From an optimization exercise on the open Yosys and OpenROAD flow, aimed at small area, a short achievable clock period and few clock cycles per item; shortcuts taken in it are not production practice.
For this run, only the layout was checked, not whether the RTL still works.
Power is estimated from default activity; no workload was simulated.

**flow/constraint.sdc**
```tcl
create_clock -name core_clock -period 15.0 [get_ports {clk}]
set_input_delay 3.0000 -clock core_clock [delete_from_list [all_inputs] [get_ports {clk}]]
set_output_delay 3.0000 -clock core_clock [all_outputs]
set_load 0.01 [all_outputs]
```
**flow/design.v**
```verilog
module gf_coef (
    input  wire       two_d,
    input  wire [2:0] x,
    input  wire [2:0] y,
    output reg  [7:0] k
);
    always @(*) begin
        case ({two_d, x, y})
            7'h00: k = 8'h01;
            7'h01: k = 8'h01;
            7'h02: k = 8'h01;
            7'h03: k = 8'h01;
            7'h04: k = 8'h01;
            7'h05: k = 8'h01;
            7'h06: k = 8'h01;
            7'h07: k = 8'h01;
            7'h08: k = 8'h8e;
            7'h09: k = 8'h8e;
            7'h0a: k = 8'h8e;
            7'h0b: k = 8'h8e;
            7'h0c: k = 8'h8e;
            7'h0d: k = 8'h8e;
            7'h0e: k = 8'h8e;
            7'h0f: k = 8'h8e;
            7'h10: k = 8'h47;
            7'h11: k = 8'h47;
            7'h12: k = 8'h47;
            7'h13: k = 8'h47;
            7'h14: k = 8'h47;
            7'h15: k = 8'h47;
            7'h16: k = 8'h47;
            7'h17: k = 8'h47;
            7'h18: k = 8'had;
            7'h19: k = 8'had;
            7'h1a: k = 8'had;
            7'h1b: k = 8'had;
            7'h1c: k = 8'had;
            7'h1d: k = 8'had;
            7'h1e: k = 8'had;
            7'h1f: k = 8'had;
            7'h20: k = 8'hd8;
            7'h21: k = 8'hd8;
            7'h22: k = 8'hd8;
            7'h23: k = 8'hd8;
            7'h24: k = 8'hd8;
            7'h25: k = 8'hd8;
            7'h26: k = 8'hd8;
            7'h27: k = 8'hd8;
            7'h28: k = 8'h6c;
            7'h29: k = 8'h6c;
            7'h2a: k = 8'h6c;
            7'h2b: k = 8'h6c;
            7'h2c: k = 8'h6c;
            7'h2d: k = 8'h6c;
            7'h2e: k = 8'h6c;
            7'h2f: k = 8'h6c;
            7'h30: k = 8'h36;
            7'h31: k = 8'h36;
            7'h32: k = 8'h36;
            7'h33: k = 8'h36;
            7'h34: k = 8'h36;
            7'h35: k = 8'h36;
            7'h36: k = 8'h36;
            7'h37: k = 8'h36;
            7'h38: k = 8'h1b;
            7'h39: k = 8'h1b;
            7'h3a: k = 8'h1b;
            7'h3b: k = 8'h1b;
            7'h3c: k = 8'h1b;
            7'h3d: k = 8'h1b;
            7'h3e: k = 8'h1b;
            7'h3f: k = 8'h1b;
            7'h41: k = 8'hf4;
            7'h42: k = 8'ha7;
            7'h43: k = 8'h9d;
            7'h44: k = 8'h72;
            7'h45: k = 8'hed;
            7'h46: k = 8'h5f;
            7'h47: k = 8'h54;
            7'h48: k = 8'hf4;
            7'h4a: k = 8'h7a;
            7'h4b: k = 8'hdd;
            7'h4c: k = 8'hc0;
            7'h4d: k = 8'h39;
            7'h4e: k = 8'hf8;
            7'h4f: k = 8'ha1;
            7'h50: k = 8'ha7;
            7'h51: k = 8'h7a;
            7'h53: k = 8'h3d;
            7'h54: k = 8'he0;
            7'h55: k = 8'h60;
            7'h56: k = 8'h92;
            7'h57: k = 8'h7c;
            7'h58: k = 8'h9d;
            7'h59: k = 8'hdd;
            7'h5a: k = 8'h3d;
            7'h5c: k = 8'h90;
            7'h5d: k = 8'h70;
            7'h5e: k = 8'h30;
            7'h5f: k = 8'h49;
            7'h60: k = 8'h72;
            7'h61: k = 8'hc0;
            7'h62: k = 8'he0;
            7'h63: k = 8'h90;
            7'h65: k = 8'h48;
            7'h66: k = 8'h38;
            7'h67: k = 8'h18;
            7'h68: k = 8'hed;
            7'h69: k = 8'h39;
            7'h6a: k = 8'h60;
            7'h6b: k = 8'h70;
            7'h6c: k = 8'h48;
            7'h6e: k = 8'h24;
            7'h6f: k = 8'h1c;
            7'h70: k = 8'h5f;
            7'h71: k = 8'hf8;
            7'h72: k = 8'h92;
            7'h73: k = 8'h30;
            7'h74: k = 8'h38;
            7'h75: k = 8'h24;
            7'h77: k = 8'h12;
            7'h78: k = 8'h54;
            7'h79: k = 8'ha1;
            7'h7a: k = 8'h7c;
            7'h7b: k = 8'h49;
            7'h7c: k = 8'h18;
            7'h7d: k = 8'h1c;
            7'h7e: k = 8'h12;
            default: k = 8'h00;
        endcase
    end
endmodule
module gf_mul_pow2 #(
    parameter integer E = 0
) (
    input  wire [7:0] a,
    output wire [7:0] y
);
    wire [7:0] ax [0:E];
    assign ax[0] = a;
    genvar k;
    generate
        for (k = 1; k <= E; k = k + 1) begin : g_shift
            assign ax[k] = {ax[k-1][6:0], 1'b0} ^ (ax[k-1][7] ? 8'h1d : 8'h00);
        end
    endgenerate
    assign y = ax[E];
endmodule
module gf_mul_powv (
    input  wire [7:0] a,
    input  wire [2:0] e,
    output wire [7:0] y
);
    wire [7:0] a1, a2, a4;
    wire [7:0] s0, s1;
    gf_mul_pow2 #(.E(1)) u1 (.a(a),  .y(a1));
    assign s0 = e[0] ? a1 : a;
    gf_mul_pow2 #(.E(2)) u2 (.a(s0), .y(a2));
    assign s1 = e[1] ? a2 : s0;
    gf_mul_pow2 #(.E(4)) u4 (.a(s1), .y(a4));
    assign y  = e[2] ? a4 : s1;
endmodule
module gf_mul_sh (
    input  wire [7:0]  a,
    input  wire [63:0] bx,
    output wire [7:0]  y
);
    assign y = (a[0] ? bx[ 7: 0] : 8'h00) ^ (a[1] ? bx[15: 8] : 8'h00)
             ^ (a[2] ? bx[23:16] : 8'h00) ^ (a[3] ? bx[31:24] : 8'h00)
             ^ (a[4] ? bx[39:32] : 8'h00) ^ (a[5] ? bx[47:40] : 8'h00)
             ^ (a[6] ? bx[55:48] : 8'h00) ^ (a[7] ? bx[63:56] : 8'h00);
endmodule
module gf_shifts (
    input  wire [7:0]  b,
    output wire [63:0] bx
);
    assign bx[7:0] = b;
    genvar j;
    generate
        for (j = 1; j < 8; j = j + 1) begin : g_s
            assign bx[8*j +: 8] = {bx[8*j-2 -: 7], 1'b0} ^ (bx[8*j-1] ? 8'h1d : 8'h00);
        end
    endgenerate
endmodule
module stripe_rebuild (
    input  wire         clk,
    input  wire         rst,
    input  wire         in_valid,
    output wire         in_ready,
    input  wire [2:0]   in_rot,
    input  wire [3:0]   in_era,
    input  wire [3:0]   in_erb,
    input  wire [639:0] in_lanes,
    output reg          out_valid,
    input  wire         out_ready,
    output wire [63:0]  out_a,
    output wire [63:0]  out_b
);
    genvar c, k;
    wire [3:0] p_ch = {in_rot, 1'b0};
    wire [3:0] q_ch = {in_rot, 1'b1};
    wire era_p = (in_era == p_ch);
    wire era_q = (in_era == q_ch);
    wire erb_p = (in_erb == p_ch);
    wire erb_q = (in_erb == q_ch);
    wire p_er  = era_p | erb_p;
    wire q_er  = era_q | erb_q;
    wire dd    = ~p_er & ~q_er;
    wire [3:0] ia = (in_era < p_ch) ? in_era : (in_era - 4'd2);
    wire [3:0] ib = (in_erb < p_ch) ? in_erb : (in_erb - 4'd2);
    wire [2:0] xa = ia[2:0];
    wire [2:0] xb = ib[2:0];
    wire [9:0] m_p;      
    wire [9:0] m_lo;     
    wire [9:0] m_hi;     
    wire [9:0] m_q;      
    generate
        for (c = 0; c < 10; c = c + 1) begin : g_mask
            wire er = (in_era == c) | (in_erb == c);
            assign m_p[c]  = ~er & (q_ch != c);
            assign m_lo[c] = ~er & (c < p_ch);
            assign m_hi[c] = ~er & (c > q_ch);
            assign m_q[c]  = ~er & (q_ch == c);
        end
    endgenerate
    wire [63:0] sp_n;
    wire [63:0] sq_n;
    generate
        for (k = 0; k < 8; k = k + 1) begin : g_byte
            wire [7:0] v  [0:9];
            wire [7:0] sq [0:9];
            for (c = 0; c < 10; c = c + 1) begin : g_ch
                assign v[c] = in_lanes[64*c + 8*k +: 8];
                wire [7:0] wlo, whi;
                if (c < 8) begin : g_lo
                    gf_mul_pow2 #(.E(c)) u_lo (.a(v[c]), .y(wlo));
                end else begin : g_nlo
                    assign wlo = 8'h00;
                end
                if (c >= 2) begin : g_hi
                    gf_mul_pow2 #(.E(c - 2)) u_hi (.a(v[c]), .y(whi));
                end else begin : g_nhi
                    assign whi = 8'h00;
                end
                assign sq[c] = ({8{m_lo[c]}} & wlo) | ({8{m_hi[c]}} & whi)
                             | ({8{m_q[c]}} & v[c]);
            end
            assign sp_n[8*k +: 8] = ({8{m_p[0]}} & v[0]) ^ ({8{m_p[1]}} & v[1])
                          ^ ({8{m_p[2]}} & v[2]) ^ ({8{m_p[3]}} & v[3])
                          ^ ({8{m_p[4]}} & v[4]) ^ ({8{m_p[5]}} & v[5])
                          ^ ({8{m_p[6]}} & v[6]) ^ ({8{m_p[7]}} & v[7])
                          ^ ({8{m_p[8]}} & v[8]) ^ ({8{m_p[9]}} & v[9]);
            assign sq_n[8*k +: 8] = sq[0] ^ sq[1] ^ sq[2] ^ sq[3] ^ sq[4]
                           ^ sq[5] ^ sq[6] ^ sq[7] ^ sq[8] ^ sq[9];
        end
    endgenerate
    wire [7:0]  kc_n;
    wire [2:0]  e_n = (era_p | era_q | dd) ? xb : xa;
    gf_coef u_coef (.two_d(dd), .x(era_p ? xb : xa), .y(xb), .k(kc_n));
    reg [63:0] sp_r, sq_r;
    reg [7:0]  kc_r;
    reg [2:0]  e_r;
    reg        en_r, q_er_r, era_q_r, era_p_r;
    assign in_ready = ~out_valid | out_ready;
    always @(posedge clk) begin
        if (rst) begin
            out_valid <= 1'b0;
        end else begin
            if (in_ready) out_valid <= in_valid;
            if (in_valid && in_ready) begin
                sp_r    <= sp_n;
                sq_r    <= sq_n;
                kc_r    <= kc_n;
                e_r     <= e_n;
                en_r    <= ~p_er;
                q_er_r  <= q_er;
                era_q_r <= era_q;
                era_p_r <= era_p;
            end
        end
    end
    wire [63:0] kx;
    gf_shifts u_ksh (.b(kc_r), .bx(kx));
    generate
        for (k = 0; k < 8; k = k + 1) begin : g_solve
            wire [7:0] sp = sp_r[8*k +: 8];
            wire [7:0] spe, t;
            gf_mul_powv u_pe (.a(sp), .e(e_r), .y(spe));
            wire [7:0] w = sq_r[8*k +: 8] ^ ({8{en_r}} & spe);
            gf_mul_sh   u_t  (.a(w), .bx(kx), .y(t));
            assign out_a[8*k +: 8] = q_er_r ? (era_q_r ? w : sp) : (era_p_r ? (sp ^ t) : t);
            assign out_b[8*k +: 8] = q_er_r ? (era_q_r ? sp : w) : (era_p_r ? t : (sp ^ t));
        end
    endgenerate
endmodule
```
**flow/config.mk**
```make
export PLATFORM = sky130hd
export DESIGN_NAME = stripe_rebuild
export DESIGN_NICKNAME = stripe_rebuild
export VERILOG_FILES = /design/flow/design.v
export SDC_FILE = /design/flow/constraint.sdc
export NUM_CORES = 4
export LEC_CHECK = 0
export CAP_MARGIN = 20
export CORE_MARGIN = 2
export CORE_UTILIZATION = 25
export PLACE_DENSITY = 0.35
export SLEW_MARGIN = 20
```
**flow/run.sh**
```bash
#!/bin/bash
# synth_recipe.tcl (not shown) runs the flow's synth.tcl, then flattens the netlist and writes it again
# the make line also repeats each setting of config.mk as NAME=value (left out here)
make -C /OpenROAD-flow-scripts/flow DESIGN_CONFIG=/design/flow/config.mk WORK_HOME=/design/flow/orfs CLKGATE_MAP_FILE= SYNTH_SCRIPT=/design/flow/synth_recipe.tcl finish
```
==> flow_summary.ini <==
[clock_network]
ctsHtreeMaxLevel = 4
clkTransAtPathRegs_ns = 0.06
cts_buffer_depth = 2
clock_sinks = 144
insertion_delay_ns = 0.45
cts_buffers = 17
post_cts.repair.setup_buffers = 0
cts_tree = built
ctsHoldBuffers = 0
post_cts_resize_count = 0
cts_root_buf = clkbuf_16

[pwr]
ir_worst_vdd_mv = 0.0866
p_total_mw = 11.3
p_per_area_nw_per_um2 = 175
leakage_nw = 23.3

[die]
chipHeight_um = 469
die_area_um2 = 220000
num_rows = 170
coreArea_um2 = 215000
initial_core_util_pct = 25.1
fp.dieW_um = 469
io_pins = 785

[critical_path]
crit_type = flip-flop to primary output
cp_max_fo = 65
crit_required_ns = 12.00
critPathArrivalTime_ns = 6.74
end_kind = primary output
critPathLaunchType = flip-flop
ff2ff_path_depth = 4

[global_route]
antenna_found_initial = 115
grt_max_degree = 154
grt_pass1_vias = 51650
grt_pass1_wl_um = 450000
grt_usage_pct = 29.1
grt_remaining_overflow = 0

[sta]
rsz0062_at_grt = no
period_share_pct = 64.9
finalCriticalPeriod_ns = 9.74
hold_viol = 0
worst_slew_pin_slew_ns = 1.19
tns_ns = 0
setup_viol = 0
fmax_ghz = 0.103
max_slew_margin_pct = 20.9
slew_viol_final = 0
holdWs_ns = 0.628
worst_clock_skew_ns = 0.0124

[cells_and_area]
multi_input_comb_area_um2 = 46700
area_growth_pct = 19.7
drive_gt1_share_pct = 4.61
seqCellArea_um2 = 4310
fin_cells = 10619
final_common_cell = xnor2_1
fill_cells = 23180
num-nets-final = 8387
final_cell_mix = xnor2_1 (1935), nand2_1 (1355), clkdlybuf4s50_1 (781)

[yosys]
yosysSeqAreaShare_pct = 8.00
netlist_area_um2 = 53900
postSynthCellCount = 7511
synthArstFlopShare_pct = 0
synth_seq_cells = 144
postSynthAreaPerCell_um2 = 7.18
synth_cell_types = 95
synth-main-ff-cell = edfxtp_1
synth-edff-count = 143
synth_fp_nets = 8187
ys.warnings.count = 10

[worst_hold_path]
hold_depth = 3
hold_class = flip-flop to flip-flop

[placement]
place.gp.congestion = 0.970
dp.cells = 10529
io_buffers = 784
hpwlAfterDp_um = 274000

[route]
drtAntennaViolNets = 0
drt_iter0_drc = 7161
wl_um = 334000
dr_total_vias = 56247
wl_per_cell_um = 31.4
drc = 0
dr.pass1.iters = 9
via_per_inst = 5.30

[outcome]
status = complete, no violations

[run]
maxCapViolCount = 0
## critical path, stage by stage (launching register included)
cell and delay (ns):
edfxtp_1 0.32, buf_4 0.46, buf_4 0.57, buf_4 0.72
nor2_1 0.18, o21bai_1 0.22, xnor2_1 0.19, a211o_1 0.33
xor2_1 0.87, nand2_1 0.20, xnor2_1 0.24, xnor2_1 0.15
xnor2_1 0.10, xnor2_1 0.42, xor3_1 0.41, o21ai_1 0.21
clkdlybuf4s50_1 0.60
## sequential cells by signal, summed over array words and instances, names as in the netlist, 3 cells and up
register and flops:
sq_r 64, sp_r 64, kc_r 8, e_r 3
## cells by family (layout without fill, tap and decap cells)
family                   Yosys count  after routing  synth area share [%]
XOR/XNOR                        2631           2631                  44.6
AND/OR/NAND/NOR                 2337           2337                  18.4
AO/OA/AOI/OAI                   1359           1359                  17.8
buffers and inverters            826           1039                  6.13
multiplexers                     193            193                  4.60
flip-flops                       144            144                  8.00
adder cells (fa/ha/maj)           21             21                 0.487
other                              0             57                     0
## final timing paths
| kind | startpoint | to | slack, ns |
|---|---|---|---|
| worst min-delay path | out_valid | out_valid | 0.63 |
| worst max register to register | out_valid | sp_r[29] | 11.88 |
| worst max-delay path | e_r[0] | out_a[2] | 5.26 |
| worst min register to register | out_valid | out_valid | 0.63 |
## power by group
part           internal (mW)  switching (mW)  total, mW
clock network          0.265           0.173      0.438
logic                   4.47            5.46       9.93
registers              0.658           0.250      0.908
total                   5.39            5.88       11.3
## metrics by stage
step	cell area, µm²	worst slack (ns)	util [%]
6_report	64600	5.26	30.1
4_1_cts	64400	5.25	30.0
3_5_place_dp	63800	5.80	29.7
2_1_floorplan	53900	0.769	-
5_1_grt	64600	4.87	30.1
3_3_place_gp	63800	5.85	29.7
## final cells by class
| class | instances | area share (%) |
|---|---|---|
| multi-input cells | 6541 | 72.2 |
| repair buffers | 949 | 14.1 |
| flip-flops and latches | 144 | 6.68 |
| well taps | 2838 | 5.50 |
| clock buffers | 19 | 0.670 |
| inverters | 58 | 0.339 |
| clock inverters | 13 | 0.269 |
| diodes | 57 | 0.221 |
## per-layer routing
| metal | vias to the layer above | routed length, µm | global-route usage [%] |
|---|---|---|---|
| met5 | - | 101 | 0 |
| li1 | 25681 | - | - |
| met1 | 27529 | 159000 | 43.5 |
| met4 | 16 | 12600 | 11.3 |
| met2 | 2694 | 140000 | 42.5 |
| met3 | 327 | 21500 | 2.57 |
## cell usage after synthesis, types with 11 or more instances
cell	instances	area (µm²)
o221ai_1	20	175
xor2_1	605	5300
nor2b_1	54	338
and2_1	39	244
o31ai_1	15	113
mux2i_1	141	1410
mux4_2	43	968
nand4_1	13	81.3
xnor3_1	58	1310
nor3_1	98	490
a221oi_1	74	648
buf_1	81	304
xor3_1	11	262
inv_1	47	176
or3_1	28	175
ha_1	21	263
a31oi_1	24	150
buf_6	12	135
or2_2	21	131
a211o_1	16	140
xnor2_1	1953	17100
o22ai_1	44	275
nor2_1	467	1750
a221o_1	22	220
o21ai_1	100	500
a21o_1	11	82.6
a21oi_1	186	931
o211ai_1	184	1380
nand3_1	58	290
nand2_1	1358	5100
nand2b_1	85	532
a222oi_1	55	551
a211oi_1	75	563
and3_1	34	213
nor4_1	13	81.3
nor3b_1	19	143
buf_2	55	275
a22oi_1	295	2210
o21ai_0	135	676
edfxtp_1	143	4290
clkbuf_1	609	2290

-- afterwards: timing with drivers on the ports --
The flow's constraints put no driver on any port. The routed layout listed below was extracted and timed again, unchanged, in two steps. Step 1: set_driving_cell puts a clkbuf_16 on clk and a buf_2 on each other input, an assumption about the parent block. Step 2 adds t to the input delays and takes it off the output delays; t is the mean of the earliest and latest rising clock arrival at the registers after step 1. Input paths then give back, and output paths get back, about the clock's delay inside the block. Three values: ideal, step 1, step 2; two values: the first two.
shift t [ns]: 0.512
slack for setup (ns): 5.260 / 5.191 / 5.703
hold WS [ns]: 0.628 / 0.628 / 0.628
latest minus earliest clock arrival (ns): 0.020 / 0.021
pins driven straight from the clock port: 1
After both steps this run still meets setup and hold. The setup slack of this run moves by -0.069 ns with the drivers and by +0.443 ns with both steps.
